From an optimization exercise on the open Yosys and OpenROAD flow, aimed at small area, a short achievable clock period and few clock cycles per item; shortcuts taken in it are not production practice.
The RTL of this run was laid out without a check of its function.

==> flow/design.v <==
module sha256_engine (
    input  wire         clk,
    input  wire         rst,         
    input  wire         in_valid,
    output wire         in_ready,
    input  wire         in_first,
    input  wire [31:0]  in_data,
    output wire         out_valid,
    input  wire         out_ready,
    output wire [255:0] out_digest
);
    reg        ld;         
    reg        rdy;        
    reg [3:0]  lag;        
    reg        run;        
    reg        fin;        
    reg        ov;         
    reg [3:0]  wcnt;       
    reg [5:0]  kn;         
    reg        first_q;    
    reg [31:0] w [0:15];
    reg [31:0] a, b, c, d, e, f, g, h;
    reg [31:0] p;
    reg [31:0] ra [0:3];
    reg [31:0] re [0:3];
    function [31:0] rotr(input [31:0] x, input integer n);
        rotr = (x >> n) | (x << (32 - n));
    endfunction
    function [31:0] bsig0(input [31:0] x);
        bsig0 = rotr(x, 2) ^ rotr(x, 13) ^ rotr(x, 22);
    endfunction
    function [31:0] bsig1(input [31:0] x);
        bsig1 = rotr(x, 6) ^ rotr(x, 11) ^ rotr(x, 25);
    endfunction
    function [31:0] ssig0(input [31:0] x);
        ssig0 = rotr(x, 7) ^ rotr(x, 18) ^ (x >> 3);
    endfunction
    function [31:0] ssig1(input [31:0] x);
        ssig1 = rotr(x, 17) ^ rotr(x, 19) ^ (x >> 10);
    endfunction
    function [31:0] csa_s(input [31:0] x, input [31:0] y, input [31:0] z);
        csa_s = x ^ y ^ z;
    endfunction
    function [31:0] csa_c(input [31:0] x, input [31:0] y, input [31:0] z);
        csa_c = ((x & y) | (x & z) | (y & z)) << 1;
    endfunction
    localparam [31:0] IV0 = 32'h6a09e667, IV1 = 32'hbb67ae85,
                      IV2 = 32'h3c6ef372, IV3 = 32'ha54ff53a,
                      IV4 = 32'h510e527f, IV5 = 32'h9b05688c,
                      IV6 = 32'h1f83d9ab, IV7 = 32'h5be0cd19;
    reg [31:0] k_t;
    always @(*) begin
        case (kn)
            6'd0:  k_t = 32'h428a2f98; 6'd1:  k_t = 32'h71374491;
            6'd2:  k_t = 32'hb5c0fbcf; 6'd3:  k_t = 32'he9b5dba5;
            6'd4:  k_t = 32'h3956c25b; 6'd5:  k_t = 32'h59f111f1;
            6'd6:  k_t = 32'h923f82a4; 6'd7:  k_t = 32'hab1c5ed5;
            6'd8:  k_t = 32'hd807aa98; 6'd9:  k_t = 32'h12835b01;
            6'd10: k_t = 32'h243185be; 6'd11: k_t = 32'h550c7dc3;
            6'd12: k_t = 32'h72be5d74; 6'd13: k_t = 32'h80deb1fe;
            6'd14: k_t = 32'h9bdc06a7; 6'd15: k_t = 32'hc19bf174;
            6'd16: k_t = 32'he49b69c1; 6'd17: k_t = 32'hefbe4786;
            6'd18: k_t = 32'h0fc19dc6; 6'd19: k_t = 32'h240ca1cc;
            6'd20: k_t = 32'h2de92c6f; 6'd21: k_t = 32'h4a7484aa;
            6'd22: k_t = 32'h5cb0a9dc; 6'd23: k_t = 32'h76f988da;
            6'd24: k_t = 32'h983e5152; 6'd25: k_t = 32'ha831c66d;
            6'd26: k_t = 32'hb00327c8; 6'd27: k_t = 32'hbf597fc7;
            6'd28: k_t = 32'hc6e00bf3; 6'd29: k_t = 32'hd5a79147;
            6'd30: k_t = 32'h06ca6351; 6'd31: k_t = 32'h14292967;
            6'd32: k_t = 32'h27b70a85; 6'd33: k_t = 32'h2e1b2138;
            6'd34: k_t = 32'h4d2c6dfc; 6'd35: k_t = 32'h53380d13;
            6'd36: k_t = 32'h650a7354; 6'd37: k_t = 32'h766a0abb;
            6'd38: k_t = 32'h81c2c92e; 6'd39: k_t = 32'h92722c85;
            6'd40: k_t = 32'ha2bfe8a1; 6'd41: k_t = 32'ha81a664b;
            6'd42: k_t = 32'hc24b8b70; 6'd43: k_t = 32'hc76c51a3;
            6'd44: k_t = 32'hd192e819; 6'd45: k_t = 32'hd6990624;
            6'd46: k_t = 32'hf40e3585; 6'd47: k_t = 32'h106aa070;
            6'd48: k_t = 32'h19a4c116; 6'd49: k_t = 32'h1e376c08;
            6'd50: k_t = 32'h2748774c; 6'd51: k_t = 32'h34b0bcb5;
            6'd52: k_t = 32'h391c0cb3; 6'd53: k_t = 32'h4ed8aa4a;
            6'd54: k_t = 32'h5b9cca4f; 6'd55: k_t = 32'h682e6ff3;
            6'd56: k_t = 32'h748f82ee; 6'd57: k_t = 32'h78a5636f;
            6'd58: k_t = 32'h84c87814; 6'd59: k_t = 32'h8cc70208;
            6'd60: k_t = 32'h90befffa; 6'd61: k_t = 32'ha4506ceb;
            6'd62: k_t = 32'hbef9a3f7; default: k_t = 32'hc67178f2;
        endcase
    end
    wire take   = rdy && in_valid;                       
    wire init   = take && wcnt == 4'd0;                  
    wire pstep  = run || (take && wcnt != 4'd0);          
    wire rstep  = run || (take && wcnt[3:1] != 3'd0);     
    wire last   = run && kn == 6'd0;                      
    wire ffwd   = run && (kn[5:1] == 5'd31 || kn == 6'd0);  
    wire fstep  = ffwd || fin;                            
    wire [31:0] ch  = (e & f) ^ (~e & g);
    wire [31:0] maj = (a & b) ^ (a & c) ^ (b & c);
    wire [31:0] s1e = bsig1(e);
    wire [31:0] s0a = bsig0(a);
    wire [31:0] v_s  = csa_s(ch, p, d);
    wire [31:0] v_c  = csa_c(ch, p, d);
    wire [31:0] e1_s = csa_s(s1e, v_s, v_c);
    wire [31:0] e1_c = csa_c(s1e, v_s, v_c);
    wire [31:0] e_new = e1_s + e1_c;
    wire [31:0] u_s  = csa_s(ch, maj, p);
    wire [31:0] u_c  = csa_c(ch, maj, p);
    wire [31:0] a1_s = csa_s(s1e, s0a, u_s);
    wire [31:0] a1_c = csa_c(s1e, s0a, u_s);
    wire [31:0] a2_s = csa_s(a1_s, a1_c, u_c);
    wire [31:0] a2_c = csa_c(a1_s, a1_c, u_c);
    wire [31:0] a_new = a2_s + a2_c;
    wire [31:0] hn    = rstep ? g : h;
    wire [31:0] pn_s  = csa_s(hn, k_t, w[15]);
    wire [31:0] pn_c  = csa_c(hn, k_t, w[15]);
    wire [31:0] p_new = pn_s + pn_c;
    wire [31:0] u0_s = csa_s(ssig1(w[14]), w[9], ssig0(w[1]));
    wire [31:0] u0_c = csa_c(ssig1(w[14]), w[9], ssig0(w[1]));
    wire [31:0] u1_s = csa_s(u0_s, u0_c, w[0]);
    wire [31:0] u1_c = csa_c(u0_s, u0_c, w[0]);
    wire [31:0] wnew = u1_s + u1_c;
    wire [3:0] wcnt_n = take ? wcnt + 4'd1 : wcnt;
    wire       ld_n   = (take && wcnt == 4'd15) ? 1'b0 : (last ? 1'b1 : ld);
    wire [3:0] lag_n  = (!ld_n || wcnt_n == 4'd0 || take) ? 4'd0 : lag + 4'd1;
    wire       ov_n   = fin ? 1'b1 : (ov && !out_ready ? 1'b1 : 1'b0);
    wire       rdy_n  = ld_n && lag_n == 4'd0 && !(wcnt_n == 4'd15 && ov_n);
    reg [31:0] iva, ive;
    always @(*) begin
        case (kn[1:0])
            2'd2:    begin iva = IV3; ive = IV7; end
            2'd3:    begin iva = IV2; ive = IV6; end
            2'd0:    begin iva = IV1; ive = IV5; end
            default: begin iva = IV0; ive = IV4; end
        endcase
    end
    wire [31:0] fa_sum = (first_q ? iva : ra[0]) + a;
    wire [31:0] fe_sum = (first_q ? ive : re[0]) + e;
    assign in_ready   = rdy;
    assign out_valid  = ov;
    assign out_digest = {ra[3], ra[2], ra[1], ra[0], re[3], re[2], re[1], re[0]};
    integer i;
    always @(posedge clk) begin
        if (rst) begin
            ld   <= 1'b1;
            rdy  <= 1'b1;
            lag  <= 4'd0;
            run  <= 1'b0;
            fin  <= 1'b0;
            ov   <= 1'b0;
            wcnt <= 4'd0;
        end else begin
            ld   <= ld_n;
            rdy  <= rdy_n;
            lag  <= lag_n;
            wcnt <= wcnt_n;
            ov   <= ov_n;
            fin  <= last;
            if (take && wcnt == 4'd15)
                run <= 1'b1;
            else if (last)
                run <= 1'b0;
        end
    end
    always @(posedge clk) begin
        if (init)
            kn <= 6'd0;
        else if (pstep)
            kn <= kn + 6'd1;
        if (init)
            first_q <= in_first;
        for (i = 0; i < 15; i = i + 1)
            w[i] <= w[i + 1];
        w[15] <= take ? in_data : (run ? wnew : w[0]);
        if (pstep)
            p <= p_new;
        if (init && in_first) begin
            {a, b, c, d, e, f, g, h} <= {IV0, IV1, IV2, IV3, IV4, IV5, IV6, IV7};
        end else if (rstep) begin
            h <= g;
            g <= f;
            f <= e;
            e <= e_new;
            d <= c;
            c <= b;
            b <= a;
            a <= a_new;
        end else if (fin) begin
            {a, b, c, d} <= {fa_sum, ra[3], ra[2], ra[1]};
            {e, f, g, h} <= {fe_sum, re[3], re[2], re[1]};
        end
        if (fstep) begin
            ra[0] <= ra[1]; ra[1] <= ra[2]; ra[2] <= ra[3]; ra[3] <= fa_sum;
            re[0] <= re[1]; re[1] <= re[2]; re[2] <= re[3]; re[3] <= fe_sum;
        end
    end
endmodule
==> flow/run.sh <==
#!/bin/bash
# synth_recipe.tcl (not shown) runs the flow's synth.tcl, then flattens the netlist and writes it again
# the make line also repeats each setting of config.mk as NAME=value (left out here)
make -C /OpenROAD-flow-scripts/flow DESIGN_CONFIG=/design/flow/config.mk WORK_HOME=/design/flow/orfs CLKGATE_MAP_FILE= SYNTH_SCRIPT=/design/flow/synth_recipe.tcl finish
==> flow/config.mk <==
export PLATFORM = sky130hd
export DESIGN_NAME = sha256_engine
export DESIGN_NICKNAME = sha256_engine
export VERILOG_FILES = /design/flow/design.v
export SDC_FILE = /design/flow/constraint.sdc
export NUM_CORES = 4
export LEC_CHECK = 0
export CAP_MARGIN = 20
export CORE_MARGIN = 2
export CORE_UTILIZATION = 40
export SETUP_SLACK_MARGIN = 5
export SLEW_MARGIN = 20
==> flow/constraint.sdc <==
create_clock -name core_clock -period 10.0 [get_ports {clk}]
set_input_delay 2.0000 -clock core_clock [delete_from_list [all_inputs] [get_ports {clk}]]
set_output_delay 2.0000 -clock core_clock [all_outputs]
set_load 0.01 [all_outputs]
==> impl_summary.txt <==
----------------------------------------------------
[Status]
  Result of the run ... no timing/DRC/antenna violations

[Clock network]
  Number of buffers created by CTS ... 114
  # hold bufs at CTS ... 0
  Clock sinks ... 1108
  Buffer depth of the longest clock path ... 3
  Clock latency at the later pin of the worst-skew pair ... 800 ps
  Clock-pin slew on the worst setup and hold paths ... 60 ps
  TritonCTS clock tree ... built
  Level count of the clock H-tree ... 3
  Clock tree root driver cell ... sky130_fd_sc_hd__clkbuf_16

[Floorplanning]
  Chip height ... 373 um
  Core region area ... 135000 um2
  Count of pins on the block boundary ... 295
  Initial core utilization ... 40.3%
  Cell row count ... 135
  Die W ... approximately 370 um
  Total Die Area ... roughly 140000 um2

[Final layout]
  Most common library cell in the layout ignoring fill and taps ... sky130_fd_sc_hd__dfxtp_1
  Number of flip-flops under the largest register name ... 512
  Most flop-heavy register ... w
  Registers with the most flip-flops ... w: 512 flops, ra: 128 flops, re: 128 flops
  Most frequent cells in the layout ... 753 x sky130_fd_sc_hd__dfxtp_1, 516 x sky130_fd_sc_hd__inv_1, 334 x sky130_fd_sc_hd__nand2_1
  Layout overhead on the synthesized area ... 19.0%
  Final nets ... 5939
  Share of post-route cells with drive strength above 1 ... between 10% and 20%

[Job]
  Max_cap viols ... 0

[STA]
  Final total negative setup slack ... 0 ps
  Post-route minimum period ... 5290 ps
  Final cycle utilization of the critical path ... ~53%
  Hold_ws ... 283 ps
  Final Slew Violations ... 0
  Max Freq ... 189 MHz
  Worst slew slack as a fraction of its limit ... about a quarter
  RSZ-0062 raised after global routing ... yes
  Largest clock skew in the final design ... 95.9 ps
  Transition at the pin with the smallest max-transition slack ... around 1100 ps
  Count of endpoints failing hold in the final timing report ... 0
  Number of endpoints failing setup at the final stage ... 0

[Logic synthesis]
  Number of different library cells in the post-synthesis netlist ... 91
  Cell Area, Synth ... 54500 um2
  Number of synthesized register bits ... approximately 1100
  Mean Syn Cell Area ... 10.5 um2
  Proportion of synthesized chip area in sequential cells ... 46.0%
  Net count of the mapped netlist ... 5688
  Number of flops mapped to enable cells by yosys ... 289
  Flip-flop cell with the highest count after synthesis ... sky130_fd_sc_hd__dfxtp_1
  Synth async-reset ratio ... 0%
  Yosys warning total ... 4
  Cell count after synthesis ... ~5200

[Placed design]
  Port Buffer Count ... 294
  Detail Placement HPWL ... 138000 um
  RePlAce Congestion ... 0.918

[Global routing]
  Total global routing track utilization ... a little over a quarter
  Overflow left after global routing ... 0
  Largest net degree at the start of global routing ... 96
  Global-route wire length before repair ... 268000 um
  Antenna violations before repair ... 12
  Via count of the first global-routing pass ... 38300

[Critical path]
  Type of origin of the critical path ... primary input
  CP endpoint kind ... flip-flop
  Depth of the most critical reg-to-reg path ... 17
  Endpoint arrival time on the critical path ... approximately 5800 ps
  Minimum setup slack among reg-to-reg paths ... between 5000 and 6000 ps
  Data required time at the worst endpoint ... 10510 ps
  Critical Path Fanout Max ... 6
  Type of the setup path with the least slack ... primary input to flip-flop

[Routing]
  Per-cell via count in the routed design ... ~5.5
  Remaining routing DRC violations ... 0
  Iter 0 DRT Violations ... ~3800
  Wire length reported by the detailed router ... 185000 um
  Mean routed wirelength per cell ... 25.3 um
  Total number of vias ... roughly 40000
  Antenna violation net count after detailed routing ... 0
  Total iterations of the first detailed-routing run ... 6

[Worst hold path]
  Classification of the worst-slack hold path ... flip-flop to flip-flop
  Number of cells traversed by the worst hold path ... 0

----------------------------------------------------
cell families (layout without fill, tap and decap cells):
group	count (synthesis)	in the layout	share of synthesized area (%)
AO/OA/AOI/OAI	1180	1181	14.5
flip-flops	1108	1108	46.0
AND/OR/NAND/NOR	898	900	7.20
buffers and inverters	813	1163	5.76
adder cells (fa/ha/maj)	461	461	14.0
XOR/XNOR	432	432	6.95
multiplexers	299	299	5.51
other	0	5	0
per-layer routing:
| layer | part of all wire, % | track usage, % | wire, um |
|---|---|---|---|
| met1 | 45 | 38.1 | 83700 |
| met3 | 8.2 | 4.34 | 15200 |
| met4 | 3.1 | 8.37 | 5810 |
| met2 | 43 | 39.1 | 80600 |
| met5 | 0.014 | 0 | 26 |
worst max-delay path: stages:
cell	delay, ps
sky130_fd_sc_hd__buf_6	90
sky130_fd_sc_hd__and2_4	170
sky130_fd_sc_hd__a21oi_4	250
sky130_fd_sc_hd__buf_12	180
sky130_fd_sc_hd__mux2i_4	80
sky130_fd_sc_hd__fa_1	560
sky130_fd_sc_hd__inv_2	50
sky130_fd_sc_hd__ha_4	150
sky130_fd_sc_hd__inv_2	50
sky130_fd_sc_hd__fa_2	210
sky130_fd_sc_hd__nor2b_2	50
sky130_fd_sc_hd__o2111ai_2	230
sky130_fd_sc_hd__a21oi_2	90
sky130_fd_sc_hd__o22a_2	280
sky130_fd_sc_hd__a311oi_4	340
sky130_fd_sc_hd__o21ai_2	160
sky130_fd_sc_hd__o41ai_4	310
sky130_fd_sc_hd__buf_4	190
sky130_fd_sc_hd__nor3_2	40
sky130_fd_sc_hd__o22ai_1	200
sky130_fd_sc_hd__xnor2_1	90
metrics by stage:
| stage | std cells | utilization (%) | area (um2) | setup WS (ps) |
|---|---|---|---|---|
| 2_1_floorplan | 5191 | - | 54600 | 3930 |
| 3_3_place_gp | 7037 | 43.6 | 59000 | 2500 |
| 3_5_place_dp | 7037 | 43.6 | 59000 | 2460 |
| 4_1_cts | 7295 | 47.3 | 64000 | 4760 |
| 5_1_grt | 7325 | 47.9 | 64800 | 4540 |
| 6_report | 7330 | 47.9 | 64800 | 4710 |
synth_stat cells, drive strengths merged (17+ instances only):
master | count | area (um2)
a211oi | 138 | 1040
a21boi | 25 | 191
a21o | 115 | 863
a21oi | 234 | 1180
a221oi | 17 | 155
a31oi | 29 | 181
and3 | 25 | 156
buf | 61 | 312
clkbuf | 224 | 842
dfxtp | 819 | 16400
edfxtp | 289 | 8680
fa | 251 | 5020
ha | 209 | 2620
inv | 528 | 1980
mux2i | 293 | 2930
nand2 | 346 | 1300
nand2b | 30 | 188
nand3 | 49 | 245
nand4 | 23 | 144
nor2 | 302 | 1140
nor2b | 17 | 106
nor3 | 39 | 195
o211ai | 154 | 1160
o21a | 30 | 225
o21ai | 261 | 1330
o21bai | 22 | 165
or2 | 20 | 125
xnor2 | 341 | 2990
xor2 | 91 | 797
path summary, 6_finish.rpt:
kind,start,end
max reg2reg,a[16]$_SDFFE_PP1P_,a[27]$_SDFFE_PP1P_
max,in_valid,p[31]$_DFFE_PN_
min,w[5][12]$_DFF_P_,w[4][12]$_DFF_P_
min reg2reg,w[5][12]$_DFF_P_,w[4][12]$_DFF_P_
area by class of cell:
class	count	area, um2
Tap cell	1781	2230
Clock inverter	70	882
Multi-Input combinational cell	3273	27200
Clock buffer	148	3130
Antenna cell	5	12.5
Inverter	528	2000
Fill cell	12500	70500
Timing Repair Buffer	417	4110
Sequential cell	1108	25200
timing repair:
action | 4_1_cts | 5_1_grt
hold endpoints to repair | 0 | 0
pin swaps | 29 | 57
resized for setup | 161 | 149
gates cloned | 7 | 0
setup buffers | 33 | 30
endpoints found under the setup margin | 104 | 79

static timing again, ports no longer ideal:
How much do the figures lean on ideal ports? The routed layout below was timed once more, with nothing changed but the port constraints.
Step 1 assumes that a clkbuf_16 drives the clock port and a buf_2 every other input.
Step 2, shift: input delay + t, output delay - t, t = (earliest + latest rising clock arrival at the registers) / 2. This alone moves slack from input paths to output paths.
a / b / c = ideal ports / drivers / drivers and shift; a / b = the first two.
t (ns): 0.824
setup slack, ns: 4.715 / 4.748 / 3.925
worst setup path after step 2: input to register
After both steps this run still meets setup and hold. The setup slack of this run moves by +0.033 ns with the drivers and by -0.790 ns with both steps.
